Source: an optimization exercise on an open RTL-to-GDS flow (aim: small area, a short achievable clock period and few clock cycles). Production flows keep margins and buffers that such runs may drop.
Only simulation tests tie the RTL to the original design; equivalence was not proved.
No activity file was given, so power comes from the tool's default toggle rates.

## flow/design.v (module list and top-level ports; edited modules follow where they fit)
// module crc_unit: 611 lines
// module crc_block: 320 lines
module crc_block (
    input  wire        clk,
    input  wire        rst_n,
    input  wire        bus_valid,
    input  wire        bus_write,
    input  wire [11:0] bus_addr,
    input  wire [1:0]  bus_size,
    input  wire [31:0] bus_wdata,
    output wire        bus_ready,
    output reg         bus_rvalid,
    output wire [31:0] bus_rdata,
    output wire        irq_crc
);
  // ...
==> flow/run.sh <==
#!/bin/bash
# synth_recipe.tcl (not shown) runs the flow's synth.tcl, then flattens the netlist and writes it again
# the make line also repeats each setting of config.mk as NAME=value (left out here)
make -C /OpenROAD-flow-scripts/flow DESIGN_CONFIG=/design/flow/config.mk WORK_HOME=/design/flow/orfs CLKGATE_MAP_FILE= SYNTH_SCRIPT=/design/flow/synth_recipe.tcl finish
==> flow/config.mk <==
export PLATFORM = sky130hd
export DESIGN_NAME = crc_block
export DESIGN_NICKNAME = crc_block
export VERILOG_FILES = /design/flow/design.v
export SDC_FILE = /design/flow/constraint.sdc
export NUM_CORES = 4
export LEC_CHECK = 0
export CAP_MARGIN = 30
export CORE_MARGIN = 2
export CORE_UTILIZATION = 30
export PLACE_DENSITY = 0.5
export SLEW_MARGIN = 40
==> flow/constraint.sdc <==
create_clock -name core_clock -period 14.0 [get_ports {clk}]
set_input_delay 2.8000 -clock core_clock [delete_from_list [all_inputs] [get_ports {clk}]]
set_output_delay 2.8000 -clock core_clock [all_outputs]
set_load 0.01 [all_outputs]
==> out/results.txt, run 1 <==
The tools report the overall power consumption as 0.00975 W. The logs give 147 for the number of clock-tree buffers in the layout and 0.00476 W for the power of the combinational group. Of the post-synthesis cell area, the part taken by muxes is 2.44%. The number of antenna diodes in the final layout is 6. Summed over all nets, wire length on met3 after detailed routing comes to 24200 um. The logic depth of the worst path, buffers included was 4; the placement row count was 153.

Once placement finished, the instance area stood at 0.0566 sq mm. The post-layout minimum cycle time was 6.56 ns; the number of CTS-inserted buffers was 94. The net switching fraction of the power is 42.8%, and the aggregate global routing overflow is 0.

The non-clock buffer contribution to total cell area was 4.91%. The commonest cells after synthesis are nand2_1, xnor2_1, dfxtp_1. The worst path meets setup with 7.44 ns of slack. The run finished with no timing, DRC or antenna violations.

TritonCTS built the clock tree. The number of port buffers was 82. The number of flip-flops and latches came out at 804. For the placed instance count, the log shows 8307.

The count of placed standard cells in the final layout, fillers left out was 8487; the I/O pin total was 85. Ranked by flip-flop count, first place goes to g_slot.val. The tool flagged a number of max-cap violations equal to 0. Derived from the worst setup path, the maximum achievable clock frequency is 152 MHz.

In this run the horizontal extent of the chip is 423 um. Counting the fill cells in the layout gives 18100. The tapcell count came out at 2325. Wires add up to 273000 um. The first detailed-routing pass ran for 14 iterations. Setup violations remaining at the end of the flow were counted as 0. After the last flow step, the layout net total stands at 6133. The remaining number of nets flagged by the antenna check after routing was 0. The number of logic inverters in the finished layout is 13. The terminating pin of the worst hold path is bus_rvalid$_SDFF_PN0_. The share of Yosys cell area claimed by the top area cell type was 28.1%; the first-pass GRT wire length was 376000 um. Global routing consumed, on the met3 layer, 5.75% of the routing resources.
Testbench counts, summed over its fixed seeds: cycles 7,521.
==> module crc_block, before the edit <==
module crc_block (
    input  wire        clk,
    input  wire        rst_n,
    input  wire        bus_valid,
    input  wire        bus_write,
    input  wire [11:0] bus_addr,
    input  wire [1:0]  bus_size,
    input  wire [31:0] bus_wdata,
    output wire        bus_ready,
    output reg         bus_rvalid,
    output wire [31:0] bus_rdata,
    output wire        irq_crc
);
    wire [9:0]  waddr = bus_addr[11:2];
    wire        unit_page = (waddr[9:4] == 6'h04);
    wire [11:0] dec;
    assign dec[0]  = (waddr == 10'h000);                  
    assign dec[1]  = (waddr == 10'h001);                  
    assign dec[2]  = (waddr == 10'h002);                  
    assign dec[3]  = unit_page && waddr[3:0] == 4'h0;     
    assign dec[4]  = unit_page && waddr[3:0] == 4'h1;     
    assign dec[5]  = unit_page && waddr[3:0] == 4'h2;     
    assign dec[6]  = unit_page && waddr[3:0] == 4'h3;     
    assign dec[7]  = unit_page && waddr[3:0] == 4'h4;     
    assign dec[8]  = unit_page && waddr[3:0] == 4'h5;     
    assign dec[9]  = unit_page && waddr[3:0] == 4'h6;     
    assign dec[10] = unit_page && waddr[3:0] == 4'h7;     
    assign dec[11] = unit_page && waddr[3:0] == 4'h8;     
    reg         p_half;      
    wire        take = bus_valid && !p_half;
    assign bus_ready = !p_half;
    reg         p_wr, p_rd;
    reg  [11:0] p_dec;
    reg  [31:0] p_wdata;
    reg         p_n1, p_n2, p_n4;      
    reg         p_sel_ok;    
    reg         p_cfg_ok;    
    reg         p_z8, p_z16, p_z32;    
    always @(posedge clk) begin
        p_dec    <= dec;
        p_wdata  <= bus_wdata;
        p_n1     <= bus_size == 2'd0;
        p_n2     <= bus_size == 2'd1;
        p_n4     <= bus_size[1];
        p_sel_ok <= bus_wdata[31:2] == 30'd0;
        p_cfg_ok <= bus_wdata[2:0] <= 3'd4;
        p_z8     <= bus_wdata[31:8] == 24'd0;
        p_z16    <= bus_wdata[31:16] == 16'd0;
        p_z32    <= bus_wdata == 32'd0;
        if (!rst_n) begin
            p_wr       <= 1'b0;
            p_rd       <= 1'b0;
            p_half     <= 1'b0;
            bus_rvalid <= 1'b0;
        end else begin
            p_wr       <= take && bus_write;
            p_rd       <= take && !bus_write;
            p_half     <= take && bus_write && dec[7] && bus_size == 2'd1;
            bus_rvalid <= take && !bus_write;
        end
    end
    wire w_sel   = p_wr && p_dec[0];
    wire w_err   = p_wr && p_dec[1];
    wire w_done  = p_wr && p_dec[2];
    wire w_cfg   = p_wr && p_dec[3];
    wire w_ctx   = p_wr && p_dec[4];
    wire w_start = p_wr && p_dec[5];
    wire w_count = p_wr && p_dec[6];
    wire w_data  = p_wr && p_dec[7];
    wire w_vlo   = p_wr && p_dec[8];
    wire w_vhi   = p_wr && p_dec[9];
    wire r_vlo   = p_rd && p_dec[8];
    wire r_rlo   = p_rd && p_dec[10];
    function [7:0] rev8(input [7:0] a);
        integer i;
        for (i = 0; i < 8; i = i + 1) rev8[i] = a[7-i];
    endfunction
    function [63:0] revw(input [2:0] p, input [63:0] a);
        integer i;
        begin
            revw = 64'd0;
            case (p)
                3'd0:       for (i = 0; i < 8;  i = i + 1) revw[i] = a[7-i];
                3'd1:       for (i = 0; i < 16; i = i + 1) revw[i] = a[15-i];
                3'd2, 3'd3: for (i = 0; i < 32; i = i + 1) revw[i] = a[31-i];
                default:    for (i = 0; i < 64; i = i + 1) revw[i] = a[63-i];
            endcase
        end
    endfunction
    function [63:0] wmask(input [2:0] p);
        case (p)
            3'd0:       wmask = 64'h0000_0000_0000_00FF;
            3'd1:       wmask = 64'h0000_0000_0000_FFFF;
            3'd2, 3'd3: wmask = 64'h0000_0000_FFFF_FFFF;
            default:    wmask = 64'hFFFF_FFFF_FFFF_FFFF;
        endcase
    endfunction
    reg  [1:0]  sel;
    reg  [2:0]  loc0, loc1, loc2, loc3;   
    reg         err_range;
    reg  [3:0]  done;
    reg  [31:0] val_hi_copy;
    reg  [31:0] res_hi_copy;
    reg         pend;            
    reg  [7:0]  pend_byte;
    reg         a_xo, a_io, a_rf, a_en;
    reg  [2:0]  a_poly, a_act;
    reg  [31:0] a_ctx, a_stg;
    reg  [23:0] a_cnt;
    reg  [63:0] a_val;           
    reg  [4:0]  f_rv;    
    reg  [3:0]  f_xm;    
    reg         f_chz;   
    reg         f_nrf;   
    wire        s_xo [0:2], s_io [0:2], s_rf [0:2], s_en [0:2];
    wire [2:0]  s_poly [0:2], s_act [0:2];
    wire [31:0] s_ctx [0:2], s_stg [0:2];
    wire [23:0] s_cnt [0:2];
    wire [63:0] s_val [0:2];
    wire a8  = (a_act == 3'd0);
    wire a16 = (a_act == 3'd1);
    wire a64 = a_act[2];
    reg  [63:0] val_true, res_true;
    integer b;
    always @* begin
        for (b = 0; b < 64; b = b + 1) begin
            val_true[b] = (f_rv[0] & a_val[b]) |
                          (b < 8  ? f_rv[1] & a_val[7-b]  : 1'b0) |
                          (b < 16 ? f_rv[2] & a_val[15-b] : 1'b0) |
                          (b < 32 ? f_rv[3] & a_val[31-b] : 1'b0) |
                          (f_rv[4] & a_val[63-b]);
            res_true[b] = val_true[b] ^ (b < 8 ? f_xm[0] : b < 16 ? f_xm[1] :
                                         b < 32 ? f_xm[2] : f_xm[3]);
        end
    end
    wire [31:0] dw  = f_nrf ? {rev8(p_wdata[31:24]), rev8(p_wdata[23:16]),
                               rev8(p_wdata[15:8]),  rev8(p_wdata[7:0])} : p_wdata;
    wire [7:0]  fb  = pend ? pend_byte : p_wdata[7:0];
    wire [7:0]  db  = f_nrf ? rev8(fb) : fb;
    wire [63:0] x4  = a_val ^ {32'd0, dw};
    wire [63:0] x1  = a_val ^ {56'd0, db};
    wire [7:0]  y4_0, y1_0;
    wire [15:0] y4_1, y1_1;
    wire [31:0] y4_2, y1_2, y4_3, y1_3;
    wire [63:0] y4_4, y1_4;
    crc_unit u_eng (
        .x4(x4), .x1(x1),
        .y4_0(y4_0), .y4_1(y4_1), .y4_2(y4_2), .y4_3(y4_3), .y4_4(y4_4),
        .y1_0(y1_0), .y1_1(y1_1), .y1_2(y1_2), .y1_3(y1_3), .y1_4(y1_4)
    );
    wire        c_lt   = f_chz && ((p_n1 && a_cnt[2:0] == 3'd0) ||
                                   (p_n2 && a_cnt[2:1] == 2'd0) ||
                                   (p_n4 && a_cnt[2] == 1'b0));
    wire        c_eq   = f_chz && ((p_n1 && a_cnt[2:0] == 3'd1) ||
                                   (p_n2 && a_cnt[2:0] == 3'd2) ||
                                   (p_n4 && a_cnt[2:0] == 3'd4));
    wire [2:0]  nbytes    = p_n1 ? 3'd1 : p_n2 ? 3'd2 : 3'd4;
    wire        data_over = a_en && c_lt;
    wire        data_ok   = w_data && !data_over;
    wire        done_set  = w_data && a_en && c_eq;
    wire        fold_now  = rst_n && (data_ok || pend);
    wire        word      = !pend && p_n4;
    wire [4:0]  pa = {a_act == 3'd4, a_act == 3'd3, a_act == 3'd2, a_act == 3'd1, a_act == 3'd0};
    wire [4:0]  s4 = pa & {5{fold_now &&  word}};
    wire [4:0]  s1 = pa & {5{fold_now && !word}};
    wire [63:0] folded =
        ({64{s4[0]}} & {56'd0, y4_0}) | ({64{s1[0]}} & {56'd0, y1_0}) |
        ({64{s4[1]}} & {48'd0, y4_1}) | ({64{s1[1]}} & {48'd0, y1_1}) |
        ({64{s4[2]}} & {32'd0, y4_2}) | ({64{s1[2]}} & {32'd0, y1_2}) |
        ({64{s4[3]}} & {32'd0, y4_3}) | ({64{s1[3]}} & {32'd0, y1_3}) |
        ({64{s4[4]}} & y4_4)          | ({64{s1[4]}} & y1_4);
    wire        cfg_bad = !p_cfg_ok;
    wire        sel_bad = !p_sel_ok;
    wire        lo_bad  = (a8 && !p_z8) || (a16 && !p_z16);
    wire        hi_bad  = !a64 && !p_z32;
    wire        range   = (w_sel && sel_bad) || (w_cfg && cfg_bad) || (w_data && data_over) ||
                          (w_vlo && lo_bad) || (w_vhi && hi_bad);
    wire        do_cfg   = w_cfg && !cfg_bad;
    wire        do_flip  = do_cfg && (p_wdata[4] != a_rf);
    wire        do_start = w_start && p_wdata[0];
    wire        do_vlo   = w_vlo && !a64 && !lo_bad;
    wire        do_vhi   = w_vhi && a64;
    wire        do_swap  = w_sel && !sel_bad && (p_wdata[1:0] != sel);
    wire [63:0] start_mask = wmask(a_poly);
    wire [63:0] wr_true = do_start ? ({32'd0, a_ctx} & start_mask) :
                          do_vhi   ? {p_wdata, a_stg} : {32'd0, p_wdata};
    wire [2:0]  wr_poly = do_start ? a_poly : a_act;
    wire [63:0] wr_eng  = (a_rf ? wr_true : revw(wr_poly, wr_true)) ^
                          ((do_start && a_io) ? start_mask : 64'd0);
    wire [2:0]  to_slot = (p_wdata[1:0] == 2'd0) ? loc0 : (p_wdata[1:0] == 2'd1) ? loc1 :
                          (p_wdata[1:0] == 2'd2) ? loc2 : loc3;
    function [161:0] pick(input [2:0] oh, input [161:0] a, input [161:0] b, input [161:0] c);
        pick = ({162{oh[0]}} & a) | ({162{oh[1]}} & b) | ({162{oh[2]}} & c);
    endfunction
    wire [161:0] s_all0 = {s_xo[0], s_io[0], s_rf[0], s_poly[0], s_act[0], s_ctx[0], s_en[0], s_cnt[0], s_val[0], s_stg[0]};
    wire [161:0] s_all1 = {s_xo[1], s_io[1], s_rf[1], s_poly[1], s_act[1], s_ctx[1], s_en[1], s_cnt[1], s_val[1], s_stg[1]};
    wire [161:0] s_all2 = {s_xo[2], s_io[2], s_rf[2], s_poly[2], s_act[2], s_ctx[2], s_en[2], s_cnt[2], s_val[2], s_stg[2]};
    wire [161:0] s_in   = pick(to_slot, s_all0, s_all1, s_all2);
    reg         n_xo, n_io, n_rf, n_en;
    reg  [2:0]  n_poly, n_act;
    reg  [31:0] n_ctx, n_stg;
    reg  [23:0] n_cnt;
    reg  [63:0] n_val;
    always @* begin
        {n_xo, n_io, n_rf, n_poly, n_act, n_ctx, n_en, n_cnt, n_val, n_stg} =
            {a_xo, a_io, a_rf, a_poly, a_act, a_ctx, a_en, a_cnt, a_val, a_stg};
        if (!rst_n) begin
            {n_xo, n_io, n_rf, n_poly, n_act} = {1'b1, 1'b1, 1'b1, 3'd3, 3'd3};
            {n_ctx, n_en, n_cnt, n_val, n_stg} = {32'd0, 1'b0, 24'd0, 64'd0, 32'd0};
        end else if (do_swap) begin
            {n_xo, n_io, n_rf, n_poly, n_act, n_ctx, n_en, n_cnt, n_val, n_stg} = s_in;
        end else begin
            if (do_cfg) begin
                n_xo = p_wdata[6]; n_io = p_wdata[5]; n_rf = p_wdata[4]; n_poly = p_wdata[2:0];
            end
            if (w_ctx)
                n_ctx = p_wdata;
            if (do_start)
                n_act = a_poly;
            if (w_count) begin
                n_en  = p_wdata[31];
                n_cnt = p_wdata[23:0];
            end else if (data_ok && a_en) begin
                n_cnt = a_cnt - {21'd0, nbytes};
                if (done_set)
                    n_en = 1'b0;
            end
            if (w_vlo && a64)
                n_stg = p_wdata;
            if (do_flip)
                n_val = revw(a_act, a_val);
            else if (do_start || do_vlo || do_vhi)
                n_val = wr_eng;
        end
    end
    wire n8  = (n_act == 3'd0);
    wire n16 = (n_act == 3'd1);
    wire n32 = (n_act == 3'd2) || (n_act == 3'd3);
    wire n64 = n_act[2];
    always @(posedge clk) begin
        {a_xo, a_io, a_rf, a_poly, a_act, a_ctx, a_en, a_cnt, a_stg} <=
            {n_xo, n_io, n_rf, n_poly, n_act, n_ctx, n_en, n_cnt, n_stg};
        a_val <= fold_now ? folded : n_val;
        f_rv  <= {!n_rf && n64, !n_rf && n32, !n_rf && n16, !n_rf && n8, n_rf};
        f_xm  <= {n_xo && n64, n_xo && (n32 || n64), n_xo && !n8, n_xo};
        f_chz <= n_cnt[23:3] == 21'd0;
        f_nrf <= !n_rf;
    end
    genvar g;
    generate
        for (g = 0; g < 3; g = g + 1) begin : g_slot
            reg        xo, io, rf, en;
            reg [2:0]  poly, act;
            reg [31:0] ctx, stg;
            reg [23:0] cnt;
            reg [63:0] val;
            always @(posedge clk) begin
                if (!rst_n) begin
                    xo <= 1'b1; io <= 1'b1; rf <= 1'b1; poly <= 3'd3; act <= 3'd3;
                    ctx <= 32'd0; en <= 1'b0; cnt <= 24'd0; val <= 64'd0; stg <= 32'd0;
                end else if (do_swap && to_slot[g]) begin
                    xo <= a_xo; io <= a_io; rf <= a_rf; poly <= a_poly; act <= a_act;
                    ctx <= a_ctx; en <= a_en; cnt <= a_cnt; val <= a_val; stg <= a_stg;
                end
            end
            assign s_xo[g] = xo;  assign s_io[g] = io;  assign s_rf[g] = rf;  assign s_en[g] = en;
            assign s_poly[g] = poly;  assign s_act[g] = act;  assign s_ctx[g] = ctx;
            assign s_stg[g] = stg;  assign s_cnt[g] = cnt;  assign s_val[g] = val;
        end
    endgenerate
    wire [3:0] done_kept = done & ~(w_done ? p_wdata[3:0] : 4'd0);
    assign irq_crc = (|done_kept) || done_set;
    always @(posedge clk) begin
        if (!rst_n) begin
            sel         <= 2'd0;
            loc0        <= 3'b001;
            loc1        <= 3'b001;
            loc2        <= 3'b010;
            loc3        <= 3'b100;
            err_range   <= 1'b0;
            done        <= 4'd0;
            val_hi_copy <= 32'd0;
            res_hi_copy <= 32'd0;
            pend        <= 1'b0;
            pend_byte   <= 8'd0;
        end else begin
            if (do_swap) begin
                sel <= p_wdata[1:0];
                case (sel)
                    2'd0: loc0 <= to_slot;
                    2'd1: loc1 <= to_slot;
                    2'd2: loc2 <= to_slot;
                    default: loc3 <= to_slot;
                endcase
            end
            if (range)
                err_range <= 1'b1;
            else if (w_err && p_wdata[0])
                err_range <= 1'b0;
            done <= done_kept | (done_set ? (4'd1 << sel) : 4'd0);
            if (r_vlo)
                val_hi_copy <= val_true[63:32];
            if (r_rlo)
                res_hi_copy <= res_true[63:32];
            pend      <= data_ok && p_n2;
            pend_byte <= p_wdata[15:8];
        end
    end
    assign bus_rdata =
        ({32{p_dec[0]}}  & {30'd0, sel}) |
        ({32{p_dec[1]}}  & {31'd0, err_range}) |
        ({32{p_dec[2]}}  & {28'd0, done}) |
        ({32{p_dec[3]}}  & {25'd0, a_xo, a_io, a_rf, 1'b0, a_poly}) |
        ({32{p_dec[4]}}  & a_ctx) |
        ({32{p_dec[6]}}  & {a_en, 7'd0, a_cnt}) |
        ({32{p_dec[8]}}  & val_true[31:0]) |
        ({32{p_dec[9]}}  & val_hi_copy) |
        ({32{p_dec[10]}} & res_true[31:0]) |
        ({32{p_dec[11]}} & res_hi_copy);
endmodule
==> run 2, diff against run 1 <==
--- a/flow/design.v
+++ b/flow/design.v
@@ -639,7 +639,10 @@
     assign dec[11] = unit_page && waddr[3:0] == 4'h8;     
     reg         p_half;      
+    reg         ready_q;     
     wire        take = bus_valid && !p_half;
-    assign bus_ready = !p_half;
-    reg         p_wr, p_rd;
+    assign bus_ready = ready_q;
+    reg         p_wr;
+    reg         p_nrd;       
+    wire        p_rd = !p_nrd;
     reg  [11:0] p_dec;
     reg  [31:0] p_wdata;
@@ -648,4 +651,7 @@
     reg         p_cfg_ok;    
     reg         p_z8, p_z16, p_z32;    
+    reg         p_wd;        
+    reg  [3:0]  p_clr;       
+    reg         p_gv;        
     always @(posedge clk) begin
         p_dec    <= dec;
@@ -659,13 +665,20 @@
         p_z16    <= bus_wdata[31:16] == 16'd0;
         p_z32    <= bus_wdata == 32'd0;
+        p_gv     <= dec[8] || dec[10];
         if (!rst_n) begin
             p_wr       <= 1'b0;
-            p_rd       <= 1'b0;
+            p_wd       <= 1'b0;
+            p_clr      <= 4'd0;
+            p_nrd      <= 1'b1;
             p_half     <= 1'b0;
+            ready_q    <= 1'b1;
             bus_rvalid <= 1'b0;
         end else begin
             p_wr       <= take && bus_write;
-            p_rd       <= take && !bus_write;
+            p_wd       <= take && bus_write && dec[7];
+            p_clr      <= (take && bus_write && dec[2]) ? bus_wdata[3:0] : 4'd0;
+            p_nrd      <= !(take && !bus_write);
             p_half     <= take && bus_write && dec[7] && bus_size == 2'd1;
+            ready_q    <= !(take && bus_write && dec[7] && bus_size == 2'd1);
             bus_rvalid <= take && !bus_write;
         end
@@ -678,5 +691,5 @@
     wire w_start = p_wr && p_dec[5];
     wire w_count = p_wr && p_dec[6];
-    wire w_data  = p_wr && p_dec[7];
+    wire w_data  = p_wd;
     wire w_vlo   = p_wr && p_dec[8];
     wire w_vhi   = p_wr && p_dec[9];
@@ -724,4 +737,5 @@
     reg         f_chz;   
     reg         f_nrf;   
+    reg         f_eq1, f_eq2, f_eq4;   
     wire        s_xo [0:2], s_io [0:2], s_rf [0:2], s_en [0:2];
     wire [2:0]  s_poly [0:2], s_act [0:2];
@@ -732,15 +746,10 @@
     wire a16 = (a_act == 3'd1);
     wire a64 = a_act[2];
-    reg  [63:0] val_true, res_true;
+    reg  [63:32] val_true, res_true;
     integer b;
     always @* begin
-        for (b = 0; b < 64; b = b + 1) begin
-            val_true[b] = (f_rv[0] & a_val[b]) |
-                          (b < 8  ? f_rv[1] & a_val[7-b]  : 1'b0) |
-                          (b < 16 ? f_rv[2] & a_val[15-b] : 1'b0) |
-                          (b < 32 ? f_rv[3] & a_val[31-b] : 1'b0) |
-                          (f_rv[4] & a_val[63-b]);
-            res_true[b] = val_true[b] ^ (b < 8 ? f_xm[0] : b < 16 ? f_xm[1] :
-                                         b < 32 ? f_xm[2] : f_xm[3]);
+        for (b = 32; b < 64; b = b + 1) begin
+            val_true[b] = (f_rv[0] & a_val[b]) | (f_rv[4] & a_val[63-b]);
+            res_true[b] = val_true[b] ^ f_xm[3];
         end
     end
@@ -763,7 +772,5 @@
                                    (p_n2 && a_cnt[2:1] == 2'd0) ||
                                    (p_n4 && a_cnt[2] == 1'b0));
-    wire        c_eq   = f_chz && ((p_n1 && a_cnt[2:0] == 3'd1) ||
-                                   (p_n2 && a_cnt[2:0] == 3'd2) ||
-                                   (p_n4 && a_cnt[2:0] == 3'd4));
+    wire        c_eq   = (p_n1 && f_eq1) || (p_n2 && f_eq2) || (p_n4 && f_eq4);
     wire [2:0]  nbytes    = p_n1 ? 3'd1 : p_n2 ? 3'd2 : 3'd4;
     wire        data_over = a_en && c_lt;
@@ -795,7 +802,8 @@
     wire [63:0] start_mask = wmask(a_poly);
     wire [63:0] wr_true = do_start ? ({32'd0, a_ctx} & start_mask) :
-                          do_vhi   ? {p_wdata, a_stg} : {32'd0, p_wdata};
+                          do_vhi   ? {p_wdata, a_stg} :
+                          do_flip  ? a_val : {32'd0, p_wdata};
     wire [2:0]  wr_poly = do_start ? a_poly : a_act;
-    wire [63:0] wr_eng  = (a_rf ? wr_true : revw(wr_poly, wr_true)) ^
+    wire [63:0] wr_eng  = ((a_rf && !do_flip) ? wr_true : revw(wr_poly, wr_true)) ^
                           ((do_start && a_io) ? start_mask : 64'd0);
     wire [2:0]  to_slot = (p_wdata[1:0] == 2'd0) ? loc0 : (p_wdata[1:0] == 2'd1) ? loc1 :
@@ -839,7 +847,5 @@
             if (w_vlo && a64)
                 n_stg = p_wdata;
-            if (do_flip)
-                n_val = revw(a_act, a_val);
-            else if (do_start || do_vlo || do_vhi)
+            if (do_flip || do_start || do_vlo || do_vhi)
                 n_val = wr_eng;
         end
@@ -857,4 +863,7 @@
         f_chz <= n_cnt[23:3] == 21'd0;
         f_nrf <= !n_rf;
+        f_eq1 <= n_cnt == 24'd1;
+        f_eq2 <= n_cnt == 24'd2;
+        f_eq4 <= n_cnt == 24'd4;
     end
     genvar g;
@@ -880,5 +889,5 @@
         end
     endgenerate
-    wire [3:0] done_kept = done & ~(w_done ? p_wdata[3:0] : 4'd0);
+    wire [3:0] done_kept = done & ~p_clr;
     assign irq_crc = (|done_kept) || done_set;
     always @(posedge clk) begin
@@ -918,5 +927,18 @@
         end
     end
-    assign bus_rdata =
+    wire [4:0]  c_rv = f_rv & {5{p_gv}};
+    reg  [31:0] rd_val, rd_xor;
+    always @* begin
+        for (b = 0; b < 32; b = b + 1) begin
+            rd_val[b] = (c_rv[0] & a_val[b]) |
+                        (b < 8  ? c_rv[1] & a_val[7-b]  : 1'b0) |
+                        (b < 16 ? c_rv[2] & a_val[15-b] : 1'b0) |
+                        (c_rv[3] & a_val[31-b]) |
+                        (c_rv[4] & a_val[63-b]);
+            rd_xor[b] = p_dec[10] & (b < 8 ? f_xm[0] : b < 16 ? f_xm[1] : f_xm[2]);
+        end
+    end
+    assign bus_rdata = rd_xor ^ (
+        rd_val |
         ({32{p_dec[0]}}  & {30'd0, sel}) |
         ({32{p_dec[1]}}  & {31'd0, err_range}) |
@@ -925,7 +947,5 @@
         ({32{p_dec[4]}}  & a_ctx) |
         ({32{p_dec[6]}}  & {a_en, 7'd0, a_cnt}) |
-        ({32{p_dec[8]}}  & val_true[31:0]) |
         ({32{p_dec[9]}}  & val_hi_copy) |
-        ({32{p_dec[10]}} & res_true[31:0]) |
-        ({32{p_dec[11]}} & res_hi_copy);
+        ({32{p_dec[11]}} & res_hi_copy));
 endmodule
==> flow/flow/run.sh (new file) <==
#!/bin/bash
# The standard layout (standard.sh: standard synthesis, floorplan, placement, CTS,
# routing), with the timing repair asked to leave 9 ns of setup slack at the design's
# 14 ns clock instead of stopping at 0. The SDC and the clock period are unchanged.
set -euo pipefail
cd "$(dirname "$0")/.."
bash standard.sh SETUP_SLACK_MARGIN=9 finish > flow_make.log 2>&1
==> flow/standard.sh (new file) <==
#!/bin/bash
# synth_recipe.tcl (not shown) runs the flow's synth.tcl, then flattens the netlist and writes it again
# the make line also repeats each setting of config.mk as NAME=value (left out here)
make -C /OpenROAD-flow-scripts/flow DESIGN_CONFIG=/design/flow/config.mk WORK_HOME=/design/flow/orfs CLKGATE_MAP_FILE= SYNTH_SCRIPT=/design/flow/synth_recipe.tcl "${@:-finish}"
--- a/flow/config.mk
+++ b/flow/config.mk
@@ -8,5 +8,5 @@
 export CAP_MARGIN = 30
 export CORE_MARGIN = 2
-export CORE_UTILIZATION = 30
-export PLACE_DENSITY = 0.5
+export CORE_UTILIZATION = 50
+export PLACE_DENSITY = 0.6
 export SLEW_MARGIN = 40
removed: flow/run.sh
==> run 2 against run 1 <==
Compared with the run above: highest routed layer unchanged; first-iteration DRC count is 16% higher; combinational power increased by 6.3%; critical path depth is 4 higher; still clean.
==> out/results.txt, run 2 <==
The number of nets produced by synthesis came out at 6132 (was 6303). Type of element capturing the critical path: an output port (unchanged). The number of warnings printed during yosys synthesis is 1 (unchanged).

The tools report the detailed-routing iteration count for the pre-antenna-repair pass as 10 (was 14). The run gives 2.78 ns (was 3.76 ns) as the arrival time at the worst endpoint. The clock transition at the registers of the reported paths came out at 0.06 ns (about the same).

The remaining number of nets flagged by the antenna check after routing was 0 (unchanged). The count of max-cap constraint violations is 0 (unchanged). Post-synth top cells: nand2_1, xnor2_1, dfxtp_1 (unchanged). The gate count of the mapped netlist came out at 6078 (was 6249).

Largest registers: g_slot.val (192), g_slot.ctx (96), g_slot.stg (96) (unchanged). The remaining max-slew budget at the tightest pin is 30.9% (was 30.4%). The number of DRC markers in iteration 0 came out at 7771 (was 6718). The number of library cell types mapped by synthesis is 87 (was 84).

The overall power consumption is 0.00987 W (was 0.00975 W), and the share of Yosys cell area claimed by the top area cell type is 28.8% (was 28.1%). The run gives 13 (was 9) as the initial antenna violation count. The worst flop-to-flop path startpoint was f_nrf$_DFF_P_ (unchanged). The tools report the number of levels the H-tree was split into as 3 (unchanged). The synthesized area is 0.0522 sq mm (was 0.0527 sq mm), and the average instance area after synthesis is 8.58 sq um (was 8.43 sq um). The tools report the placement row count as 118 (was 153).

For the setup TNS, the log shows 0 ns (unchanged). Startpoint of the most critical setup path: f_rv[4]$_DFF_P_ (was p_dec[8]$_DFF_P_). Setup repair after global routing could not meet its margin everywhere. The measured slew at the worst slew-check pin works out to 1.04 ns (was 1.03 ns). For the placeable core area, the log shows 0.103 sq mm (was 0.174 sq mm). The run gives 9517 (was 18100) as the number of filler cells placed in the layout. The number of CTS-inserted buffers is 88 (was 94). The flow ran to the end and the layout has no timing, DRC or antenna violations. The die outline width was 327 um (was 423 um); the worst clock skew was 0.0543 ns (was 0.0443 ns). The total number of nets in the final design was 6034 (was 6133). The synthesis-to-finish area growth is 13.7% (was 13.9%), and the via total after detailed routing is 49500 (was 49300). The largest net degree at the start of global routing came out at 226 (was 130). Most area-consuming cells after synthesis: dfxtp_1, xnor2_1, nand2_1 (unchanged). The aggregate routed wire length is 256000 um (was 273000 um), and the depth of the most critical reg-to-reg path is 11 (unchanged). The layout cell share with drive strength beyond 1 was 12.6% (was 10.3%). The clock sink total was 814 (was 804). The first-pass GRT wire length is 350000 um (was 376000 um), and the sequential fraction of the synthesis area is 32.5% (was 31.8%). The HPWL after detailed placement is 170000 um (was 189000 um), and the average vias per placed instance is 6.65 (was 5.81). Endpoint of the worst register-to-register path: a_val[1]$_DFFE_PP_ (was a_val[9]$_DFFE_PP_). The tools report the nature of the critical path startpoint as a flip-flop (unchanged).

Most common cell after layout, fill and taps aside: nand2_1 (unchanged). The run gives 0 (unchanged) as the count of pins over their slew limit. For the die area, the log shows 0.107 sq mm (was 0.179 sq mm). The post-route clock period utilization works out to 39.8% (was 46.8%). The average routed wire per standard cell came out at 34.4 um (was 32.2 um). The highest clock frequency the design can meet is 179 MHz (was 152 MHz).

For the count of final hold-check violations, the log shows 0 (unchanged). Dominant cell type by area after synthesis: dfxtp_1 (unchanged). The classification of the worst-slack hold path was reg -> reg (unchanged). TritonCTS built the clock tree. The number of port buffers was 82 (unchanged).

The tools report the starting density of the core as 50.4% (was 30.2%). The number of synthesized register bits is 814 (was 804). The power per cell area was 166 mW/mm^2 (was 163 mW/mm^2); the largest fanout on the critical path was 4 (was 20). The required time at the worst-slack endpoint was 11.20 ns (about the same). Commonest cells after routing, fill and taps aside: nand2_1, xnor2_1, dfxtp_1, a21boi_0, xor2_1 (unchanged). Die height: 327 um (was 423 um). The post-layout minimum cycle time was 5.58 ns (was 6.56 ns). The count of flip-flops with a built-in enable after synthesis works out to 64 (unchanged). The run gives 0.0341 sq mm (was 0.0340 sq mm) as the total area of multi-input combinational cells.

The later-pin clock latency in the skew report is 0.71 ns (was 0.74 ns). Clock tree root driver cell: clkbuf_16 (unchanged). The tools report the final estimated routing congestion in global placement as 1.08 (was 0.993). Critical path capture point: bus_rdata[0] (was bus_rdata[24]). The dominant synthesized flop cell is dfxtp_1 (unchanged). Register with the most flip-flops: g_slot.val (unchanged).

The via count of the first global-routing pass was 44900 (was 45600); the leakage dissipation was 21.0 nW (was 20.5 nW). For the count of final setup violators, the log shows 0 (unchanged). The critical path start-end classification is reg -> out (unchanged). The most common cell in the synthesized netlist is nand2_1 (unchanged). The logs give 9.05 ns (was 8.49 ns) for the register-to-register setup slack and 3 (unchanged) for the maximum count of clock buffers along a single path.

The detailed-route DRC error count is 0 (unchanged), and the fraction of registers with async set or reset after synthesis is 0% (unchanged). The area used by sequential logic in the layout was 0.0170 sq mm (was 0.0168 sq mm). For the global-route usage over all layers, the log shows 45.9% (was 29.4%).

The flip-flop count of the largest register, all copies and words added was 192 (unchanged); the cts-stage hold buffer count was 0 (unchanged). The logs give 85 (unchanged) for the I/O pin total and 0.000137 V (was 0.0000975 V) for the worst IR drop on VDD. The aggregate global routing overflow is 0 (unchanged).
[run 2: routing by layer]
layer,vias to the layer above,GRT usage (%),share of wire [%]
li1,21000,-,-
met4,12,36.6,10
met5,-,0,0.079
met2,3580,66.8,41
met1,23800,56.7,37
met3,1099,13.2,12
[run 2: critical path, stage by stage, from the launching register on]
cell and delay, ns:
dfxtp_4 0.36, buf_12 0.12, and2_4 0.15, buf_12 0.13, a222oi_1 0.61, nand4_1 0.23
a21oi_2 0.19, xor2_1 0.15, buf_2 0.15
[run 2: where the power goes]
part	switching (W)	internal, W
logic	0.00319	0.00187
registers	0.0000217	0.00236
clock network	0.00105	0.00138
total	0.00426	0.00562
[run 2: final cells by class]
| type | count | area share [%] |
|---|---|---|
| tap | 1380 | 2.91 |
| clock inverter | 30 | 0.766 |
| clock buffer | 129 | 4.23 |
| timing repair buffer | 379 | 5.84 |
| sequential | 814 | 28.6 |
| inverter | 29 | 0.184 |
| antenna | 11 | 0.0464 |
| multi-input combinational | 4668 | 57.4 |
[run 2: through the flow]
stage,worst slack (ns),cells,area (sq um),util (%),hold WS [ns]
2_1_floorplan,9.35,6078,52200,-,0.433
3_3_place_gp,7.56,7192,54400,52.6,0.447
3_5_place_dp,7.70,7200,54800,52.9,0.453
4_1_cts,8.51,7408,58700,56.7,0.465
5_1_grt,8.46,7429,59300,57.3,0.478
6_report,8.42,7440,59300,57.3,0.461
[run 2: timing repair]
item	in CTS	in global routing
setup buffers	41	14
gates resized for setup	225	87
setup endpoints to repair	61	56
cloned	8	5
pin swaps	45	54
[run 2: worst min path at each step]
stage	from	endpoint	slack (ns)	cells past startpoint
after floorplan	g_slot[1].poly[0]$_SDFFE_PN1P_	a_poly[0]$_SDFFE_PN1P_	0.43	2
after global placement	loc2[1]$_SDFFE_PN1P_	loc2[1]$_SDFFE_PN1P_	0.45	2
after detailed placement	loc2[1]$_SDFFE_PN1P_	loc2[1]$_SDFFE_PN1P_	0.45	2
after CTS	g_slot[1].cnt[12]$_SDFFE_PN0P_	g_slot[1].cnt[12]$_SDFFE_PN0P_	0.47	2
after global routing	g_slot[2].stg[10]$_SDFFE_PN0P_	g_slot[2].stg[10]$_SDFFE_PN0P_	0.48	2
final	g_slot[2].val[24]$_SDFFE_PN0P_	g_slot[2].val[24]$_SDFFE_PN0P_	0.46	2
[run 2: logic make-up after synthesis]
| family | synth area share, % |
|---|---|
| adders and majority gates | 0.110 |
| AOI/OAI and AO/OA | 22.9 |
| muxes | 2.22 |
| buffers and inverters | 4.56 |
| DFF | 32.5 |
| xor gates and xnor gates | 23.8 |
| and+or+nand+nor | 14.0 |
Testbench counts of run 2, summed over its fixed seeds: cycles 7,521.
==> run 3, diff against run 2 <==
==> flow/run.sh (new file) <==
#!/bin/bash
# synth_recipe.tcl (not shown) runs the flow's synth.tcl, then flattens the netlist and writes it again
# the make line also repeats each setting of config.mk as NAME=value (left out here)
make -C /OpenROAD-flow-scripts/flow DESIGN_CONFIG=/design/flow/config.mk WORK_HOME=/design/flow/orfs CLKGATE_MAP_FILE= SYNTH_SCRIPT=/design/flow/synth_recipe.tcl finish
removed: flow/flow/run.sh
removed: flow/standard.sh
==> run 3 against run 2 <==
Compared with the run above: first-iteration DRC count is 3.8% higher; sequential share of layout area up 0.66 points; fmax fell by 14%; non-clock buffer count down 60; total power rose by 0.41%; global-route usage barely moved.
==> out/results.txt, run 3 <==
The synthesized area is 0.0522 sq mm (unchanged). Global-route usage over all layers: 45.9% (about the same). The power per cell area works out to 171 mW/mm^2 (was 166 mW/mm^2). The classification of the worst-slack hold path was reg -> reg (unchanged).

The average instance area after synthesis was 8.58 sq um (unchanged); the later-pin clock latency in the skew report was 0.70 ns (was 0.71 ns). The run gives 350000 um (about the same) as the first-pass GRT wire length. The number of library cell types mapped by synthesis was 87 (unchanged); the fraction of registers with async set or reset after synthesis was 0% (unchanged). The die height is 327 um (unchanged), and the worst hold path cell count is 2 (unchanged). Most common cell after layout, fill and taps aside: nand2_1 (unchanged). The tools report the number of gates resized after cts as 0 (was 225). The tools report the count of pins over their slew limit as 0 (unchanged).

The aggregate routed wire length is 252000 um (was 256000 um), and the largest net degree at the start of global routing is 250 (was 226). The register with the most flip-flops is g_slot.val (unchanged). The arrival time at the worst endpoint came out at 3.69 ns (was 2.78 ns). The logs give 32.5% (unchanged) for the sequential fraction of the synthesis area and 0 (unchanged) for the aggregate global routing overflow. The largest fanout on the critical path is 36 (was 4), and the final worst setup slack is 7.51 ns (was 8.42 ns). For the gate count of the mapped netlist, the log shows 6078 (unchanged). TritonCTS built the clock tree.

The run finished with no timing, DRC or antenna violations. The starting density of the core is 50.4% (unchanged), and the layout cell share with drive strength beyond 1 is 9.38% (was 12.6%). The via total after detailed routing is 48800 (was 49500), and the leakage dissipation is 20.1 nW (was 21.0 nW). The die outline width came out at 327 um (unchanged). The average routed wire per standard cell was 34.2 um (was 34.4 um).

The tools report the detailed-routing iteration count for the pre-antenna-repair pass as 12 (was 10). The via count of the first global-routing pass was 44500 (was 44900). Post-synth top cells: nand2_1, xnor2_1, dfxtp_1 (unchanged). The setup TNS was 0 ns (unchanged). Dominant synthesized flop cell: dfxtp_1 (unchanged). The remaining max-slew budget at the tightest pin was 31.5% (was 30.9%); the share of Yosys cell area claimed by the top area cell type was 28.8% (unchanged).

The count of max-cap constraint violations was 0 (unchanged); the number of CTS-inserted buffers was 88 (unchanged). The depth of the most critical reg-to-reg path was 11 (unchanged); the initial antenna violation count was 16 (was 13). Synthesis-to-finish area growth: 10.9% (was 13.7%). The worst clock skew came out at 0.0514 ns (was 0.0543 ns).

The measured slew at the worst slew-check pin was 1.02 ns (was 1.04 ns). The clock transition at the registers of the reported paths was 0.06 ns (about the same); the worst IR drop on VDD was 0.000145 V (was 0.000137 V). The number of synthesized register bits is 814 (unchanged), and the detailed-route DRC error count is 0 (unchanged). The most common cell in the synthesized netlist is nand2_1 (unchanged).

The logs give 3 (unchanged) for the number of levels the H-tree was split into and 8064 (was 7771) for the number of DRC markers in iteration 0. The number of warnings printed during yosys synthesis came out at 1 (unchanged). The required time at the worst-slack endpoint was 11.20 ns (about the same); the post-route clock period utilization was 46.4% (was 39.8%). The placement row count was 118 (unchanged); the count of final hold-check violations was 0 (unchanged).

The total number of nets in the final design is 5969 (was 6034), and the post-layout minimum cycle time is 6.49 ns (was 5.58 ns). The cts-stage hold buffer count was 0 (unchanged). Most area-consuming cells after synthesis: dfxtp_1, xnor2_1, nand2_1 (unchanged). The I/O pin total was 85 (unchanged); the HPWL after detailed placement was 173000 um (was 170000 um). The remaining number of nets flagged by the antenna check after routing is 0 (unchanged). The number of nets produced by synthesis was 6132 (unchanged). The dominant cell type by area after synthesis is dfxtp_1 (unchanged). Commonest cells after routing, fill and taps aside: nand2_1, xnor2_1, dfxtp_1, a21boi_0, xor2_1 (unchanged). Count of flip-flops with a built-in enable after synthesis: 64 (unchanged). The tools report the type of element capturing the critical path as an output port (unchanged). The die area was 0.107 sq mm (unchanged); the flip-flop count of the largest register, all copies and words added was 192 (unchanged).

Count of final setup violators: 0 (unchanged). The final estimated routing congestion in global placement was 1.10 (was 1.08); the average vias per placed instance was 6.61 (was 6.65). The number of post-CTS setup repair buffers was 0 (was 41); the number of port buffers was 82 (unchanged).

The clock tree root driver cell is clkbuf_16 (unchanged). The critical path start-end classification is reg -> out (unchanged). The highest clock frequency the design can meet was 154 MHz (was 179 MHz); the maximum count of clock buffers along a single path was 3 (unchanged). The tools report the nature of the critical path startpoint as a flip-flop (unchanged). Setup repair after global routing left no endpoint under its margin.

Clock sink total: 814 (unchanged). The placeable core area is 0.103 sq mm (unchanged). The post-placement setup slack came out at 8.02 ns (was 7.70 ns). Largest registers: g_slot.val (192), g_slot.ctx (96), g_slot.stg (96) (unchanged).
## run 3: cell count changes in the layout (fill, tap and decap cells not counted), sizes merged, moves of 2 or more
| cell | delta |
|---|---|
| and2 | -4 |
| buf | -84 |
| bufbuf | -4 |
| bufinv | -5 |
| clkbuf | +7 |
| clkdlybuf4s50 | +32 |
| clkinv | -4 |
| diode | +2 |
## run 3: layout make-up
type	count	area (sq um)
antenna	13	32.5
timing repair buffer	319	2700
clock inverter	20	267
tap	1380	1730
fill	9399	45600
clock buffer	138	2680
multi-input combinational	4663	33400
sequential	814	16900
inverter	29	109
## run 3: kinds of logic after synthesis
family                   synth area share [%]
AO/OA/AOI/OAI                            22.9
XOR/XNOR                                 23.8
adder cells (fa/ha/maj)                 0.110
buffers and inverters                    4.56
flip-flops                               32.5
multiplexers                             2.22
AND/OR/NAND/NOR                          14.0
## run 3: power by group
part,internal [W],total [W],switching [W]
Sequential,0.00237,0.00239,0.0000276
Combinational,0.00185,0.00511,0.00326
Clock,0.00136,0.00241,0.00105
## run 3: worst max-delay path: stages, from the launching register on
cell	delay, ns
dfxtp_1	0.30
buf_4	0.26
and2_2	0.47
a222oi_1	0.75
nand4_1	0.22
a21oi_1	0.25
xor2_1	0.18
clkdlybuf4s50_1	0.56
## run 3: path summary, 6_finish.rpt
path,end,slack (ns),from
setup / recovery,bus_rdata[0],7.51,f_rv[4]$_DFF_P_
hold / removal,g_slot[2].cnt[12]$_SDFFE_PN0P_,0.46,g_slot[2].cnt[12]$_SDFFE_PN0P_
setup reg to reg,a_val[1]$_DFFE_PP_,8.51,f_nrf$_DFF_P_
hold reg to reg,g_slot[2].cnt[12]$_SDFFE_PN0P_,0.46,g_slot[2].cnt[12]$_SDFFE_PN0P_
## run 3: per-stage QoR
| stage | utilization, % | cells | instance area (sq um) | power [W] | hold WS (ns) |
|---|---|---|---|---|---|
| after floorplan | - | 6078 | 52200 | 0.00546 | 0.433 |
| after global placement | 52.6 | 7196 | 54500 | 0.00734 | 0.450 |
| after detailed placement | 52.9 | 7203 | 54700 | 0.00730 | 0.455 |
| after CTS | 55.7 | 7361 | 57700 | 0.00969 | 0.466 |
| after global routing | 55.9 | 7363 | 57800 | 0.00996 | 0.480 |
| final | 55.9 | 7376 | 57900 | 0.00991 | 0.463 |
## run 3: per-layer routing
layer  routed length (um)  track usage, %  vias to the layer above  part of all wire, %
li1                     -               -                    20900                    -
met1                93600            57.3                    23500                   37
met2               104000            66.0                     3386                   41
met3                30000            13.3                      951                   12
met4                24300            36.2                       10                  9.6
met5                   68               0                        -                0.027
==> run 4, diff against run 3 <==
--- a/flow/design.v
+++ b/flow/design.v
@@ -653,5 +653,5 @@
     reg         p_wd;        
     reg  [3:0]  p_clr;       
-    reg         p_gv;        
+    reg         p_wd1, p_wd2, p_wd4;   
     always @(posedge clk) begin
         p_dec    <= dec;
@@ -665,8 +665,10 @@
         p_z16    <= bus_wdata[31:16] == 16'd0;
         p_z32    <= bus_wdata == 32'd0;
-        p_gv     <= dec[8] || dec[10];
         if (!rst_n) begin
             p_wr       <= 1'b0;
             p_wd       <= 1'b0;
+            p_wd1      <= 1'b0;
+            p_wd2      <= 1'b0;
+            p_wd4      <= 1'b0;
             p_clr      <= 4'd0;
             p_nrd      <= 1'b1;
@@ -677,4 +679,7 @@
             p_wr       <= take && bus_write;
             p_wd       <= take && bus_write && dec[7];
+            p_wd1      <= take && bus_write && dec[7] && bus_size == 2'd0;
+            p_wd2      <= take && bus_write && dec[7] && bus_size == 2'd1;
+            p_wd4      <= take && bus_write && dec[7] && bus_size[1];
             p_clr      <= (take && bus_write && dec[2]) ? bus_wdata[3:0] : 4'd0;
             p_nrd      <= !(take && !bus_write);
@@ -737,5 +742,7 @@
     reg         f_chz;   
     reg         f_nrf;   
-    reg         f_eq1, f_eq2, f_eq4;   
+    reg         f_e1, f_e2, f_e4;      
+    reg  [4:0]  q_rv;    
+    reg  [2:0]  q_xr;    
     wire        s_xo [0:2], s_io [0:2], s_rf [0:2], s_en [0:2];
     wire [2:0]  s_poly [0:2], s_act [0:2];
@@ -772,9 +779,8 @@
                                    (p_n2 && a_cnt[2:1] == 2'd0) ||
                                    (p_n4 && a_cnt[2] == 1'b0));
-    wire        c_eq   = (p_n1 && f_eq1) || (p_n2 && f_eq2) || (p_n4 && f_eq4);
     wire [2:0]  nbytes    = p_n1 ? 3'd1 : p_n2 ? 3'd2 : 3'd4;
     wire        data_over = a_en && c_lt;
     wire        data_ok   = w_data && !data_over;
-    wire        done_set  = w_data && a_en && c_eq;
+    wire        done_set  = (p_wd1 && f_e1) || (p_wd2 && f_e2) || (p_wd4 && f_e4);
     wire        fold_now  = rst_n && (data_ok || pend);
     wire        word      = !pend && p_n4;
@@ -855,15 +861,19 @@
     wire n32 = (n_act == 3'd2) || (n_act == 3'd3);
     wire n64 = n_act[2];
+    wire [4:0] f_rv_n = {!n_rf && n64, !n_rf && n32, !n_rf && n16, !n_rf && n8, n_rf};
+    wire [3:0] f_xm_n = {n_xo && n64, n_xo && (n32 || n64), n_xo && !n8, n_xo};
     always @(posedge clk) begin
         {a_xo, a_io, a_rf, a_poly, a_act, a_ctx, a_en, a_cnt, a_stg} <=
             {n_xo, n_io, n_rf, n_poly, n_act, n_ctx, n_en, n_cnt, n_stg};
         a_val <= fold_now ? folded : n_val;
-        f_rv  <= {!n_rf && n64, !n_rf && n32, !n_rf && n16, !n_rf && n8, n_rf};
-        f_xm  <= {n_xo && n64, n_xo && (n32 || n64), n_xo && !n8, n_xo};
+        f_rv  <= f_rv_n;
+        f_xm  <= f_xm_n;
+        q_rv  <= f_rv_n & {5{take && !bus_write && (dec[8] || dec[10])}};
+        q_xr  <= f_xm_n[2:0] & {3{take && !bus_write && dec[10]}};
         f_chz <= n_cnt[23:3] == 21'd0;
         f_nrf <= !n_rf;
-        f_eq1 <= n_cnt == 24'd1;
-        f_eq2 <= n_cnt == 24'd2;
-        f_eq4 <= n_cnt == 24'd4;
+        f_e1  <= n_en && n_cnt == 24'd1;
+        f_e2  <= n_en && n_cnt == 24'd2;
+        f_e4  <= n_en && n_cnt == 24'd4;
     end
     genvar g;
@@ -927,5 +937,5 @@
         end
     end
-    wire [4:0]  c_rv = f_rv & {5{p_gv}};
+    wire [4:0]  c_rv = q_rv;
     reg  [31:0] rd_val, rd_xor;
     always @* begin
@@ -936,5 +946,5 @@
                         (c_rv[3] & a_val[31-b]) |
                         (c_rv[4] & a_val[63-b]);
-            rd_xor[b] = p_dec[10] & (b < 8 ? f_xm[0] : b < 16 ? f_xm[1] : f_xm[2]);
+            rd_xor[b] = b < 8 ? q_xr[0] : b < 16 ? q_xr[1] : q_xr[2];
         end
     end
==> run 4 against run 3 <==
Compared with the run above: still clean; wire length up 2.0%; core utilization up 0.52 points; combinational power down 2%; hold slack worse by 0.0099 ns; clock skew up 0.00056 ns; synthesized cell count up 1.0%; fmax up 6.6%; sequential cell count up 4; first-iteration DRC count up 15%; global-route usage up 2.3 points; cell count down 0.20%; largest power group unchanged.
==> out/results.txt, run 4 <==
The run gives 0 (unchanged) as the remaining number of nets flagged by the antenna check after routing. The run gives 0 (unchanged) as the aggregate global routing overflow. The largest net degree at the start of global routing is 191 (was 250), and the count of pins over their slew limit is 0 (unchanged).

The count of max-cap constraint violations came out at 0 (unchanged). The measured slew at the worst slew-check pin works out to 1.00 ns (was 1.02 ns). The via count of the first global-routing pass is 44600 (was 44500). The detailed-route DRC error count was 0 (unchanged). The master of the slowest instance on the critical path was or4_1 (was a222oi_1). The die height was 322 um (was 327 um). The tools report the worst clock skew as 0.0520 ns (was 0.0514 ns).

The logs give 33.7% (was 32.5%) for the sequential fraction of the synthesis area and 6193 (was 6132) for the number of nets produced by synthesis. The tools report the nature of the critical path startpoint as an input port (was a flip-flop). The clock sink total came out at 818 (was 814). The total number of nets in the final design is 6040 (was 5969), and the initial antenna violation count is 29 (was 16). Most common cell in the synthesized netlist: nand2_1 (unchanged).

The share of Yosys cell area claimed by the top area cell type is 29.9% (was 28.8%), and the depth of the most critical reg-to-reg path is 12 (was 11). The run gives 0 (unchanged) as the number of gates resized after cts. The remaining max-slew budget at the tightest pin was 31.4% (was 31.5%); the number of port buffers was 82 (unchanged). The tools report the gate count of the mapped netlist as 6139 (was 6078). Setup repair after global routing left no endpoint under its margin.

The dominant synthesized flop cell is dfxtp_1 (unchanged). The synthesized area is 0.0505 sq mm (was 0.0522 sq mm). For the number of levels the H-tree was split into, the log shows 3 (unchanged). The die area was 0.104 sq mm (was 0.107 sq mm); the fraction of registers with async set or reset after synthesis was 0% (unchanged). The post-route clock period utilization is 43.5% (was 46.4%), and the number of library cell types mapped by synthesis is 82 (was 87). The number of filler cells placed in the layout was 9196 (was 9399); the leakage dissipation was 19.2 nW (was 20.1 nW). The worst hold path cell count is 2 (unchanged).

The tools report the I/O pin total as 85 (unchanged). The average vias per placed instance is 6.80 (was 6.61). The number of buffer and inverter instances along the worst setup path works out to 4 (was 2). The tools report the setup TNS as 0 ns (unchanged). The largest fanout on the critical path was 82 (was 36). The cts-stage hold buffer count is 0 (unchanged), and the later-pin clock latency in the skew report is 0.72 ns (was 0.70 ns). First-pass GRT wire length: 353000 um (was 350000 um). Classification of the worst-slack hold path: reg -> reg (unchanged). Total area of multi-input combinational cells: 0.0318 sq mm (was 0.0334 sq mm).

The run gives 0.100 sq mm (was 0.103 sq mm) as the placeable core area. The HPWL after detailed placement is 176000 um (was 173000 um), and the logic depth of the worst path, buffers included is 12 (was 7). The die outline width works out to 322 um (was 327 um).

The type of element capturing the critical path is a flip-flop (was an output port). The global-route usage over all layers was 48.2% (was 45.9%); the worst IR drop on VDD was 0.000160 V (was 0.000145 V). The tools report the number of DRC markers in iteration 0 as 9284 (was 8064). The run gives 0.0170 sq mm (was 0.0169 sq mm) as the area used by sequential logic in the layout. For the number of post-CTS setup repair buffers, the log shows 0 (unchanged). Most area-consuming cells after synthesis: dfxtp_1, xnor2_1, nand2_1 (unchanged). TritonCTS built the clock tree.

The critical path start-end classification is in -> reg (was reg -> out). The register with the most flip-flops was g_slot.val (unchanged). The dominant cell type by area after synthesis is dfxtp_1 (unchanged). Cell-by-cell trace of the critical path: buf_4 > inv_8 > nor2_1 > nand4_1 > nor2_1 > buf_4 > nand2_1 > or2_0 > buf_4 > nor2_1 > or4_1 > or4_1 (was buf_4 > and2_2 > a222oi_1 > nand4_1 > a21oi_1 > xor2_1 > clkdlybuf4s50_1). The flow ran to the end and the layout has no timing, DRC or antenna violations.

The arrival time at the worst endpoint came out at 6.52 ns (was 3.69 ns). The utilization after layout was 56.4% (was 55.9%). The average routed wire per standard cell works out to 35.0 um (was 34.2 um). The average instance area after synthesis was 8.23 sq um (was 8.58 sq um). The placement row count is 116 (was 118), and the highest clock frequency the design can meet is 164 MHz (was 154 MHz). The required time at the worst-slack endpoint was 14.44 ns (was 11.20 ns).

The tools report the count of final setup violators as 0 (unchanged). The starting density of the core is 50.5% (was 50.4%). The tools report the number of CTS-inserted buffers as 88 (unchanged). The final estimated routing congestion in global placement was 1.07 (was 1.10); the number of synthesized register bits was 818 (was 814).

The post-layout minimum cycle time is 6.09 ns (was 6.49 ns). The maximum count of clock buffers along a single path was 3 (unchanged). Clock transition at the registers of the reported paths: 0.06 ns (about the same). The count of flip-flops with a built-in enable after synthesis came out at 64 (unchanged). Commonest cells after routing, fill and taps aside: nand2_1, dfxtp_1, xnor2_1, a21oi_1, xor2_1 (was nand2_1, xnor2_1, dfxtp_1, a21boi_0, xor2_1). The clock tree root driver cell is clkbuf_16 (unchanged). The power per cell area was 175 mW/mm^2 (was 171 mW/mm^2). Detailed-routing iteration count for the pre-antenna-repair pass: 12 (unchanged). The aggregate routed wire length is 257000 um (was 252000 um). The layout cell share with drive strength beyond 1 came out at 9.50% (was 9.38%). The synthesis-to-finish area growth is 11.8% (was 10.9%), and the biggest cell delay along the critical path is 0.68 ns (was 0.75 ns). The tools report the count of final hold-check violations as 0 (unchanged). Largest registers: g_slot.val (192), g_slot.ctx (96), g_slot.stg (96) (unchanged). The tools report the tightest hold margin as 0.453 ns (was 0.463 ns). The family of cells with the greatest summed delay on the critical path was simple AND/OR/NAND/NOR gates (was compound AO/OA/AOI/OAI gates). The most common cell after layout, fill and taps aside is nand2_1 (unchanged). The number of warnings printed during yosys synthesis is 1 (unchanged). The tools report the via total after detailed routing as 50100 (was 48800). Post-synth top cells: nand2_1, xnor2_1, dfxtp_1 (unchanged).

Flip-flop count of the largest register, all copies and words added: 192 (unchanged).
==> run 4: cell count changes in the layout (fill, tap and decap cells not counted), moves of 21 or more <==
cell / delta
o211ai_1: -25
a22oi_1: +54
a21boi_0: -477
xor2_1: +34
a211oi_1: +32
a21oi_1: +523
nand2_1: -85
nand4_1: +21
and2_1: -29
nor2_1: +117
o211a_1: -34
==> run 4: layout make-up <==
type	count	share of cell area (%)
Timing Repair Buffer	334	5.06
Multi-Input combinational cell	4716	56.3
Sequential cell	818	30.1
Clock inverter	31	0.748
Inverter	28	0.199
Clock buffer	125	4.60
Antenna cell	11	0.0487
Tap cell	1298	2.87
==> run 4: logic make-up (layout without fill, tap and decap cells) <==
| family | count (synthesis) | after routing | share of synthesized area (%) |
|---|---|---|---|
| multiplexers | 85 | 85 | 1.93 |
| buffers and inverters | 605 | 518 | 4.68 |
| flip-flops | 818 | 818 | 33.7 |
| AO/OA/AOI/OAI | 1649 | 1649 | 21.3 |
| adder cells (fa/ha/maj) | 4 | 4 | 0.114 |
| AND/OR/NAND/NOR | 1759 | 1759 | 14.3 |
| XOR/XNOR | 1219 | 1219 | 24.0 |
| other | 0 | 11 | 0 |
==> run 4: final timing paths <==
kind                                                     start                             end  slack, ns
worst max-delay path                                     rst_n              a_val[7]$_DFFE_PP_       7.91
worst min register to register  g_slot[2].stg[11]$_SDFFE_PN0P_  g_slot[2].stg[11]$_SDFFE_PN0P_       0.45
worst max register to register                   f_nrf$_DFF_P_             a_val[28]$_DFFE_PP_       8.59
worst min-delay path            g_slot[2].stg[11]$_SDFFE_PN0P_  g_slot[2].stg[11]$_SDFFE_PN0P_       0.45
==> run 4: through the flow <==
| step | cell area, sq um | worst slack (ns) | power [W] | std cells |
|---|---|---|---|---|
| 6_report | 56500 | 7.91 | 0.00990 | 7361 |
| 5_1_grt | 56500 | 7.86 | 0.00995 | 7351 |
| 4_1_cts | 56300 | 8.02 | 0.00954 | 7346 |
| 3_5_place_dp | 53300 | 7.33 | 0.00711 | 7190 |
| 3_3_place_gp | 53000 | 7.34 | 0.00713 | 7183 |
| 2_1_floorplan | 50500 | 5.00 | 0.00529 | 6139 |
==> run 4: worst min-delay path, cell delays in order (launching register included) <==
cell and delay (ns):
dfxtp_1 0.31, nand2_1 0.05, a21oi_1 0.05
==> run 4: report_power, final <==
group | total [W] | switching [W] | leakage, nW | internal [W]
Combinational | 0.00502 | 0.00326 | 11.0 | 0.00175
Sequential | 0.00242 | 0.0000402 | 6.74 | 0.00238
Clock | 0.00246 | 0.00105 | 1.48 | 0.00141
Total | 0.00990 | 0.00436 | 19.2 | 0.00554
==> run 4: routing by layer <==
metal,routed length [um],part of all wire (%),vias up,GRT usage (%)
met4,18100,7.0,22,27.6
li1,-,-,21100,-
met5,216,0.084,-,0
met2,101000,39,3959,65.5
met1,98400,38,24200,64.3
met3,39700,15,828,18.6
Testbench counts of run 4, summed over its fixed seeds: cycles 7,521.
==> run 5, diff against run 4 <==
==> flow/flow/run.sh (new file) <==
#!/bin/bash
# The standard layout (standard.sh: standard synthesis, floorplan, placement, CTS,
# routing), with the timing repair asked to leave 9 ns of setup slack at the design's
# 14 ns clock instead of stopping at 0. The SDC and the clock period are unchanged.
set -euo pipefail
cd "$(dirname "$0")/.."
bash standard.sh SETUP_SLACK_MARGIN=9 finish > flow_make.log 2>&1
==> flow/standard.sh (new file) <==
#!/bin/bash
# synth_recipe.tcl (not shown) runs the flow's synth.tcl, then flattens the netlist and writes it again
# the make line also repeats each setting of config.mk as NAME=value (left out here)
make -C /OpenROAD-flow-scripts/flow DESIGN_CONFIG=/design/flow/config.mk WORK_HOME=/design/flow/orfs CLKGATE_MAP_FILE= SYNTH_SCRIPT=/design/flow/synth_recipe.tcl "${@:-finish}"
removed: flow/run.sh
==> run 5 against run 4 <==
Compared with the run above: sequential share of layout area fell by 0.62 points; wire length up 0.91%; fmax rose by 14%; clock-buffer cell count increased by 1; via count up 1.5%; critical path type is now reg -> out.
==> out/results.txt, run 5 <==
The number of nets produced by synthesis is 6193 (unchanged). Largest registers: g_slot.val (192), g_slot.ctx (96), g_slot.stg (96) (unchanged). The biggest cell delay along the critical path came out at 0.63 ns (was 0.68 ns). The tools report the I/O pin total as 85 (unchanged).

Cts-stage hold buffer count: 0 (unchanged). Most area-consuming cells after synthesis: dfxtp_1, xnor2_1, nand2_1 (unchanged). For the fraction of met2 tracks used by global routing, the log shows 65.0% (was 65.5%).

The leakage dissipation is 20.0 nW (was 19.2 nW), and the fraction of registers with async set or reset after synthesis is 0% (unchanged). The die outline width came out at 322 um (unchanged). The number of warnings printed during yosys synthesis was 1 (unchanged); the measured slew at the worst slew-check pin was 1.02 ns (was 1.00 ns).

Commonest cells after routing, fill and taps aside: nand2_1, dfxtp_1, xnor2_1, a21oi_1, xor2_1 (unchanged). The aggregate routed wire length is 260000 um (was 257000 um). The run gives 20.2% (was 18.6%) as the met3 track demand over resource in global routing. The overall power consumption came out at 0.00981 W (was 0.00990 W). The register-to-register setup slack was 8.92 ns (was 8.59 ns). The layout cell share with drive strength beyond 1 is 12.3% (was 9.50%). The global-route usage over all layers is 48.6% (was 48.2%). The tools report the via count of the first global-routing pass as 45300 (was 44600). The HPWL after detailed placement was 176000 um (about the same); the clock transition at the registers of the reported paths was 0.06 ns (about the same). The run gives 356000 um (was 353000 um) as the first-pass GRT wire length. The critical path start-end classification was reg -> out (was in -> reg).

The worst IR drop on VDD was 0.000131 V (was 0.000160 V). Family of cells with the greatest summed delay on the critical path: compound AO/OA/AOI/OAI gates (was simple AND/OR/NAND/NOR gates). The count of max-cap constraint violations was 0 (unchanged). The post-layout minimum cycle time is 5.35 ns (was 6.09 ns). The global-route track usage on met1 is 64.4% (was 64.3%). The run gives 8720 (was 9284) as the number of DRC markers in iteration 0. Worst hold path cell count: 2 (unchanged). The arrival time at the worst endpoint is 2.55 ns (was 6.52 ns), and the number of buffer and inverter instances along the worst setup path is 1 (was 4). The nature of the critical path startpoint is a flip-flop (was an input port). The run gives 0 (unchanged) as the detailed-route DRC error count. The run gives 0 (unchanged) as the aggregate global routing overflow. The dominant combinational cell family by area after synthesis is XOR/XNOR gates (unchanged). The initial antenna violation count came out at 24 (was 29).

Remaining number of nets flagged by the antenna check after routing: 0 (unchanged). The average routed wire per standard cell was 34.8 um (was 35.0 um); the largest net degree at the start of global routing was 151 (was 191). The most common cell after layout, fill and taps aside is nand2_1 (unchanged). Post-synth top cells: nand2_1, xnor2_1, dfxtp_1 (unchanged).

The remaining max-slew budget at the tightest pin was 32.2% (was 31.4%); the maximum count of clock buffers along a single path was 3 (unchanged). The die area was 0.104 sq mm (unchanged). The dominant cell type by area after synthesis was dfxtp_1 (unchanged).

The tools report the setup TNS as 0 ns (unchanged). The count of flip-flops with a built-in enable after synthesis was 64 (unchanged); the average vias per placed instance was 6.81 (was 6.80). The most heavily used metal layer in global routing is met2 (unchanged). Most common cell in the synthesized netlist: nand2_1 (unchanged).

The count of final hold-check violations is 0 (unchanged), and the post-synthesis share of cell area spent on and, or, nand and nor gates is 14.3% (unchanged). Number of CTS-inserted buffers: 89 (was 88). Setup repair after global routing could not meet its margin everywhere. The sequential fraction of the synthesis area was 33.7% (unchanged); the synthesized area was 0.0505 sq mm (unchanged). The total number of nets in the final design was 6130 (was 6040); the number of synthesized register bits was 818 (unchanged). The depth of the most critical reg-to-reg path is 11 (was 12).

The worst clock skew was 0.0502 ns (was 0.0520 ns); the placeable core area was 0.100 sq mm (unchanged). The final estimated routing congestion in global placement is 1.09 (was 1.07), and the detailed-routing iteration count for the pre-antenna-repair pass is 9 (was 12). The classification of the worst-slack hold path was reg -> reg (unchanged). The average instance area after synthesis works out to 8.23 sq um (unchanged). The run finished with no timing, DRC or antenna violations. The share of Yosys cell area claimed by the top area cell type works out to 29.9% (unchanged). Placement row count: 116 (unchanged). The number of library cell types mapped by synthesis is 82 (unchanged). The clock tree root driver cell is clkbuf_16 (unchanged). The post-route clock period utilization is 38.2% (was 43.5%). Synthesis-to-finish area growth: 14.2% (was 11.8%). TritonCTS built the clock tree. Number of port buffers: 82 (unchanged). The adder and majority gate portion of the synthesized area came out at 0.114% (unchanged). The later-pin clock latency in the skew report came out at 0.70 ns (was 0.72 ns).

The dominant synthesized flop cell is dfxtp_1 (unchanged). The tools report the count of pins over their slew limit as 0 (unchanged). The tools report the type of element capturing the critical path as an output port (was a flip-flop). The power per cell area works out to 170 mW/mm^2 (was 175 mW/mm^2). The clock sink total is 818 (unchanged).

The complex-gate fraction of the synthesized area was 21.3% (unchanged); the largest fanout on the critical path was 2 (was 82). The via total after detailed routing is 50800 (was 50100), and the highest clock frequency the design can meet is 187 MHz (was 164 MHz). The flip-flop count of the largest register, all copies and words added is 192 (unchanged). Cell-by-cell trace of the critical path: a222oi_1 > nand3_1 > xor2_1 > buf_2 (was buf_4 > inv_8 > nor2_1 > nand4_1 > nor2_1 > buf_4 > nand2_1 > or2_0 > buf_4 > nor2_1 > or4_1 > or4_1). The die height was 322 um (unchanged); the required time at the worst-slack endpoint was 11.20 ns (was 14.44 ns).

The xor and xnor fraction of the mapped netlist area is 24.0% (unchanged), and the number of levels the H-tree was split into is 3 (unchanged). The starting density of the core is 50.5% (unchanged), and the logic depth of the worst path, buffers included is 4 (was 12). The gate count of the mapped netlist is 6139 (unchanged), and the share of synthesized area spent on multiplexers is 1.93% (unchanged). Master of the slowest instance on the critical path: a222oi_1 (was or4_1). Count of final setup violators: 0 (unchanged). Register with the most flip-flops: g_slot.val (unchanged).
-- run 5: tightest hold or removal path, cell delays in order, from the launching register on --
cell and delay [ns]:
dfxtp_1 0.30, nand2_1 0.05, a21oi_1 0.05
-- run 5: layer usage --
layer  vias up  wire, um
met2      4007    100000
met5         -       141
met1     24600     99200
li1      21300         -
met4        16     19200
met3       875     40900
-- run 5: cell type report --
cell class / instances / area (sq um)
fillers: 9223 / 42400
multi-input cells: 4716 / 32200
flip-flops and latches: 818 / 17000
repair buffers: 421 / 3790
clock buffers: 126 / 2580
well taps: 1298 / 1620
clock inverters: 35 / 312
inverters: 28 / 121
diodes: 13 / 32.5
repair inverters: 2 / 17.5
-- run 5: where the power goes --
group	internal (W)	switching, W	leakage (nW)
clock network	0.00134	0.00104	1.43
logic	0.00178	0.00323	11.8
registers	0.00238	0.0000333	6.75
-- run 5: kinds of logic after synthesis --
kind of cell | Yosys count
buffers and inverters | 605
adders and majority gates | 4
muxes | 85
AOI/OAI and AO/OA | 1649
xor gates and xnor gates | 1219
DFF | 818
and+or+nand+nor | 1759
-- run 5: worst paths after layout --
path / startpoint / endpoint
hold reg to reg: g_slot[0].stg[15]$_SDFFE_PN0P_ / g_slot[0].stg[15]$_SDFFE_PN0P_
setup / recovery: a_val[47]$_DFFE_PP_ / bus_rdata[16]
setup reg to reg: p_wdata[7]$_DFF_P_ / a_val[0]$_DFFE_PP_
hold / removal: g_slot[0].stg[15]$_SDFFE_PN0P_ / g_slot[0].stg[15]$_SDFFE_PN0P_
-- run 5: repair_timing --
action	CTS	global route
cloned	5	2
pin swaps	53	44
setup buffers	72	12
setup endpoints to repair	218	131
endpoints found under the hold margin	0	0
gates resized for setup	232	45
-- run 5: metrics by stage --
| stage | cells | area (sq um) | hold slack (ns) | setup WS, ns | util [%] |
|---|---|---|---|---|---|
| finish | 7457 | 57700 | 0.452 | 8.65 | 57.7 |
| global route | 7447 | 57700 | 0.468 | 8.75 | 57.6 |
| CTS | 7429 | 57300 | 0.436 | 8.74 | 57.3 |
| detailed placement | 7191 | 53300 | 0.447 | 7.49 | 53.2 |
| global placement | 7182 | 52900 | 0.441 | 7.26 | 52.8 |
| floorplan | 6139 | 50600 | 0.431 | 9.07 | - |

-- static timing again, ports no longer ideal --
In the flow no input, the clock included, has a driving cell. The finished layouts below were timed again as built, in two steps. Step 1, drivers: a clkbuf_16 drives clk and a buf_2 each remaining input, both assumed. Step 2 also shifts input and output timing later by t, the mid clock arrival at the registers, as if the neighbouring blocks saw the same clock. Slacks: ideal ports / drivers / drivers and shift; pairs: ideal ports / drivers.
| run | t, ns | setup slack, ns |
|---|---|---|
| run 1 | 0.792 | 7.442 / 7.369 / 7.863 |
| run 2 | 0.765 | 8.423 / 8.343 / 8.247 |
| run 3 | 0.753 | 7.508 / 7.433 / 7.690 |
| run 4 | 0.768 | 7.912 / 7.857 / 7.198 |
| run 5 | 0.746 | 8.654 / 8.582 / 8.353 |
After both steps setup and hold are still met in every run listed.
